This design comes from an exercise in tuning for small area, a short achievable clock period and few clock cycles per item on the open sky130 flow, not from production work.
Function was checked by simulation only, so behaviour that the tests miss may differ from the original.
Power and IR drop assume default switching activity.

### design/flow/config.mk
export PLATFORM = sky130hd
export DESIGN_NAME = fp32_divsqrt
export DESIGN_NICKNAME = fp32_divsqrt
export VERILOG_FILES = /design/flow/design.v
export SDC_FILE = /design/flow/constraint.sdc
export NUM_CORES = 4
export LEC_CHECK = 0
export CAP_MARGIN = 20
export CORE_MARGIN = 2
export CORE_UTILIZATION = 40
export SLEW_MARGIN = 20
### design/flow/constraint.sdc
create_clock -name core_clock -period 10.0 [get_ports {clk}]
set_input_delay 2.0000 -clock core_clock [delete_from_list [all_inputs] [get_ports {clk}]]
set_output_delay 2.0000 -clock core_clock [all_outputs]
set_load 0.01 [all_outputs]
### design/flow/design.v
module fp32_divsqrt (
    input  wire        clk,
    input  wire        rst,
    input  wire        in_valid,
    output wire        in_ready,
    input  wire        in_op,         
    input  wire [31:0] in_a,
    input  wire [31:0] in_b,
    output reg         out_valid,
    output wire [31:0] out_result,
    output wire [3:0]  out_flags      
);
    reg               busy;
    reg               op_r;
    reg               sign_r;
    reg        [4:0]  cnt;
    reg signed [9:0]  exp_r;
    reg        [25:0] W;
    reg        [25:0] D;
    reg        [24:0] Q;
    reg        [3:0]  flg;
    assign in_ready   = !busy;
    assign out_result = {sign_r, exp_r[7:0], Q[22:0]};
    assign out_flags  = flg;
    wire [22:0] fa = in_a[22:0];
    wire [25:0] w_load = !in_op    ? {2'b00, 1'b1, fa} :
                         in_a[23]  ? {2'b00, fa, 1'b0} :
                                     {fa[22], !fa[22], fa[21:0], 2'b00};
    wire [25:0] d_load = in_op ? 26'h2800000 : {1'b0, 1'b1, in_b[22:0], 1'b0};
    wire [24:0] q_load = {16'd0, in_b[30:23], 1'b1};
    wire [4:0]  c_load = in_op ? 5'd23 : 5'd25;
    wire [26:0] S    = {W, 1'b0};
    wire [27:0] diff = {1'b0, S} - {2'b00, D};
    wire        s    = !diff[27];
    wire [25:0] w_nx = s ? diff[25:0] : S[25:0];
    wire [25:0] dec  = 26'd1 << cnt;
    wire [25:0] d_sq = ((D & ~dec & ~{dec[24:0], 1'b0}) | ({dec[24:0], 1'b0} & {26{s}}) | {1'b0, dec[25:1]});
    wire        stk_s  = (S[26:0] != {1'b0, D});
    wire        inc    = s & (stk_s | Q[0]);
    wire        ones   = &Q[22:0];
    wire        carry  = inc & ones;
    wire [22:0] frac_r = Q[22:0] + {22'd0, inc};
    wire        e_big  = (exp_r >= 10'sd255);
    wire        e_254  = (exp_r == 10'sd254);
    wire        e_neg  = (exp_r < 10'sd0);
    wire        e_0    = (exp_r == 10'sd0);
    wire        clamp  = e_big | e_neg | e_0;
    wire        r_ovf  = e_big | (e_254 & carry);
    wire        r_unf  = e_neg | (e_0 & !carry);
    wire [7:0]  e_inc  = exp_r[7:0] + 8'd1;
    wire [7:0]  r_exp  = r_ovf ? 8'hFF : r_unf ? 8'h00 : carry ? e_inc : exp_r[7:0];
    wire [22:0] r_frac = clamp ? 23'd0 : frac_r;
    wire [7:0] ea     = exp_r[7:0];
    wire [7:0] eb     = Q[8:1];
    wire       a_frnz = op_r ? ((|W[23:2]) | (ea[0] ? W[1] : W[25])) : (|W[22:0]);
    wire       b_frnz = |D[23:1];
    wire       a_zero = (ea == 8'd0);
    wire       b_zero = (eb == 8'd0);
    wire       a_max  = (ea == 8'hFF);
    wire       b_max  = (eb == 8'hFF);
    wire       a_inf  = a_max & !a_frnz;
    wire       b_inf  = b_max & !b_frnz;
    wire       a_nan  = a_max & a_frnz;
    wire       b_nan  = b_max & b_frnz;
    reg        sp_hit;
    reg        sp_nan;      
    reg        sp_inf;      
    reg [3:0]  sp_flg;
    always @(*) begin
        sp_hit = 1'b1;
        sp_nan = 1'b0;
        sp_inf = 1'b0;
        sp_flg = 4'b0000;
        if (!op_r) begin
            if (a_nan || b_nan) begin
                sp_nan = 1'b1;
            end else if ((a_zero && b_zero) || (a_inf && b_inf)) begin
                sp_nan = 1'b1;
                sp_flg = 4'b0100;
            end else if (b_zero) begin
                sp_inf = 1'b1;
                if (!a_inf) sp_flg = 4'b1000;
            end else if (a_inf) begin
                sp_inf = 1'b1;
            end else if (b_inf || a_zero) begin
                sp_inf = 1'b0;
            end else begin
                sp_hit = 1'b0;
            end
        end else begin
            if (a_nan) begin
                sp_nan = 1'b1;
            end else if (a_zero) begin
                sp_inf = 1'b0;
            end else if (sign_r) begin
                sp_nan = 1'b1;
                sp_flg = 4'b0100;
            end else if (a_inf) begin
                sp_inf = 1'b1;
            end else begin
                sp_hit = 1'b0;
            end
        end
    end
    wire first  = op_r ? (cnt == 5'd23) : (cnt == 5'd25);
    wire second = !op_r && (cnt == 5'd24);
    wire last   = (cnt == 5'd0);
    wire sp     = first && sp_hit;
    wire signed [9:0] e_first = op_r ? ($signed({3'b000, ea[7:1]}) + 10'sd63 + $signed({9'd0, ea[0]}))
                                     : ($signed({2'b00, ea}) - $signed({2'b00, eb}) + 10'sd127);
    wire signed [9:0] e_second = exp_r - $signed({9'd0, !Q[0]});
    always @(posedge clk) begin
        if (rst) begin
            busy      <= 1'b0;
            out_valid <= 1'b0;
        end else if (!busy) begin
            busy      <= in_valid;
            out_valid <= 1'b0;
        end else begin
            busy      <= !(sp || last);
            out_valid <= sp || last;
        end
    end
    always @(posedge clk) begin
        flg <= sp ? sp_flg : {2'b00, r_unf, r_ovf};
        if (!busy) begin
            op_r   <= in_op;
            sign_r <= in_a[31] ^ (in_b[31] & !in_op);
            cnt    <= c_load;
            exp_r  <= {2'b00, in_a[30:23]};
            W      <= w_load;
            D      <= d_load;
            Q      <= q_load;
        end else begin
            cnt <= cnt - 5'd1 - {4'd0, second & Q[0]};
            W   <= w_nx;
            if (op_r) D <= d_sq;
            if (sp) begin
                Q[22:0]    <= {sp_nan, 22'd0};
                exp_r[7:0] <= (sp_nan || sp_inf) ? 8'hFF : 8'h00;
                if (sp_nan) sign_r <= 1'b0;
            end else if (last) begin
                Q[22:0]    <= r_frac;
                exp_r[7:0] <= r_exp;
            end else begin
                Q <= {Q[23:0], s};
                if (first)  exp_r <= e_first;
                if (second) exp_r <= e_second;
            end
        end
    end
endmodule
### design/flow/run.sh
#!/bin/bash
# synth_recipe.tcl (not shown) runs the flow's synth.tcl, then flattens the netlist and writes it again
# the make line also repeats each setting of config.mk as NAME=value (left out here)
make -C /OpenROAD-flow-scripts/flow DESIGN_CONFIG=/design/flow/config.mk WORK_HOME=/design/flow/orfs CLKGATE_MAP_FILE= SYNTH_SCRIPT=/design/flow/synth_recipe.tcl finish
==> flow_summary.toml <==
[timing]
final_hold_viol_count = 0
finalSetupViolations = 0
hold_slack_ns = 0.507
maxSlewViolCount = 0
fin_crit_ns = 3.86
skew_ns = 0.0126
relSlewSlack_pct = 26.1
finalCritPeriodShare_pct = 38.6
fin_tns_setup_ns = 0
worst_pin_slew_ns = 1.10
rsz0062_at_grt = "false"
fmaxAchievable_mhz = 259

[global_route]
grt-ovfl-total = 0
grt_use_total_pct = 24.3
grt_pass1_vias = 7628
grt_pass1_wl_um = 42600
grt_max_degree = 88
antenna_found_initial = 0

[critical_path]
path_class = "flip-flop to flip-flop"
critical_path_required_ns = 10.30
crit_start = "D[9]"
r2r_start = "D[9]"
endpoint_kind = "flip-flop"
cp_max_fo = 8
worstSetupStartpointType = "flip-flop"
reg2regPathDepth = 17
r2r_end = "out_result[16]"
regToRegSetupSlack_ns = 6.14
crit_arrival_ns = 4.17
worstSetupEndpoint = "out_result[16]"

[layout]
area_growth_pct = 17.2
final_cell_mix = "nand2_1 (109), clkdlybuf4s50_1 (104), nor2_1 (98)"
layout-drive-gt1-share_pct = 4.65
layout_commonest_cell = "nand2_1"
antenna_cells = 0
layout.nets = 1248

[synth]
synthesis.nets = 1192
synth_top_area_share_pct = 14.9
synth.avg_cell_area_um2 = 7.73
synth-seq-cells = 98
synth.area.top_cells = "dfxtp_1 (15%), edfxtp_1 (13%), ha_1 (6.6%)"
yosysTopAreaCell = "dfxtp_1"
synth_edf_count = 36
synthDistinctLibCells = 82
ys_async_sr_fraction_pct = 0
yosysSeqAreaShare_pct = 27.9
synth_ff_type = "dfxtp_1"
synth_area_um2 = 8330
synthCells = 1078
synth_warnings = 1

[clock_tree]
clock_sinks = 98
clk_pin_slew_ns = 0.08
cts_tree = "yes"
post-cts-setup-buffer-count = 0
ctsHoldBuffers = 0
clock_latency_ns = 0.37
cts-root-buf = "clkbuf_16"
numCtsBuffers = 9
cts-htree-levels = 3
post_cts_resized = 0
clk_path_buf_depth = 2

[detailed_routing]
wl_um = 26600
wl_met3_um = 2080
m1WireLength_um = 12900
wl_per_cell_um = 18.8
ant_nets = 0
avgViaCountPerCell = 5.86
highest_layer = "met4"
dr_wl_met2_um = 11000
route.detailed.drc = 0
drtIter0Drc = 722
firstDrtPassIters = 5
vias = 8258

[placement]
io_buffers = 105
hpwl_um = 19600
gp_congestion = 0.908

[run_status]
outcome = "finished clean"

[power]
p_total_w = 0.00188
power.leakage_nw = 3.68
power_density_nw_per_um2 = 192
ir_worst_vdd_uv = 98.6

[die]
initial_core_util_pct = 40.9
die_y_um = 148
die_area_um2 = 22000
coreArea_um2 = 20400
fp.dieW_um = 148
rows = 52
ios = 106

[min_path]
whs_path_depth = 2
hp-class = "flip-flop to flip-flop"

[run]
drv_cap = 0
kinds of logic after synthesis:
logic type / synth area share (%)
xor gates and xnor gates: 5.99
adders and majority gates: 7.09
muxes: 3.53
buffers and inverters: 6.85
AOI/OAI and AO/OA: 25.6
and+or+nand+nor: 23.0
DFF: 27.9
worst max-delay path, stage by stage, from the launching register on:
cell      delay (ns)
edfxtp_1        0.39
inv_1           0.07
ha_1            0.40
nand4_1         0.19
o221ai_1        0.41
o211ai_1        0.21
nand3_2         0.15
nand2_1         0.08
nor2_1          0.20
ha_1            0.23
nand3_1         0.15
nor2_1          0.19
nand2_1         0.15
nor2_1          0.43
nand3_1         0.17
nor3_1          0.16
o21ai_0         0.11
a21oi_1         0.13
registers in the layout (all words and copies together) (netlist names):
signal      cells
op_r            1
exp_r          10
out_result     15
out_valid       1
eb              8
flg             4
cnt             5
W              26
busy            1
sign_r          1
D              26
where the power goes:
part           switching [W]  total (W)  internal [W]
Sequential         0.0000924   0.000573      0.000480
Combinational       0.000553   0.000935      0.000382
Clock               0.000181   0.000371      0.000190
worst min path at each step:
stage / end / from
after CTS: W[12] / W[11]
final: W[12] / W[11]
after detailed placement: W[12] / W[11]
after floorplan: W[12] / W[11]
after global placement: W[12] / W[11]
after global routing: W[12] / W[11]
layer usage:
| layer | track usage (%) | vias up |
|---|---|---|
| li1 | - | 4078 |
| met1 | 37.3 | 3801 |
| met2 | 35.0 | 341 |
| met3 | 3.68 | 38 |
| met4 | 7.00 | 0 |
| met5 | 0 | - |
final cells by class:
cell class	instances	area, µm²
clock buffers	10	250
clock inverters	6	53.8
fillers	2036	10600
inverters	62	235
multi-input cells	849	5440
flip-flops and latches	98	2320
well taps	270	338
repair buffers	114	1120
cells in the mapped netlist, drive strengths merged (8+ instances only):
cell type / number
edfxtp: 36
xor2: 21
nor2: 99
and3: 13
a21oi: 96
a31oi: 14
a21o: 12
nand4: 16
o211ai: 17
inv: 61
nand2: 111
o22ai: 10
nor3: 29
a22o: 11
dfxtp: 62
mux2i: 26
or2: 8
ha: 44
o21ai: 68
o21a: 8
nor4: 22
a211oi: 20
clkbuf: 35
nand3: 45
buf: 34
nor2b: 11
xnor2: 36
nand2b: 10
metrics by stage:
| stage | util [%] | worst slack, ns | cell area (µm²) | std cells |
|---|---|---|---|---|
| 2_1_floorplan | - | 6.63 | 8330 | 1078 |
| 3_3_place_gp | 46.4 | 6.20 | 9440 | 1392 |
| 3_5_place_dp | 46.4 | 6.17 | 9440 | 1392 |
| 4_1_cts | 47.9 | 6.16 | 9750 | 1408 |
| 5_1_grt | 47.9 | 5.73 | 9760 | 1409 |
| 6_report | 47.9 | 6.14 | 9760 | 1409 |
Testbench counts, summed over its fixed seeds: cycles 62,573, ops 2,400.

## re-timing with driven ports
Ports are ideal in the flow. The routed layout listed here was re-timed in OpenROAD. Step 1, drivers: a clkbuf_16 drives clk and a buf_2 each remaining input, both assumed. Step 2, shift: input delay + t, output delay - t, t = (earliest + latest rising clock arrival at the registers) / 2. This alone moves slack from input paths to output paths. a / b / c = ideal ports / drivers / drivers and shift; a / b = the first two.
t, ns: 0.407
setup WS [ns]: 6.135 / 6.135 / 6.135
hold WS [ns]: 0.507 / 0.507 / 0.507
After both steps this run still meets setup and hold. For this run, drivers alone change the setup slack by 0.000 ns; drivers and shift together by 0.000 ns.
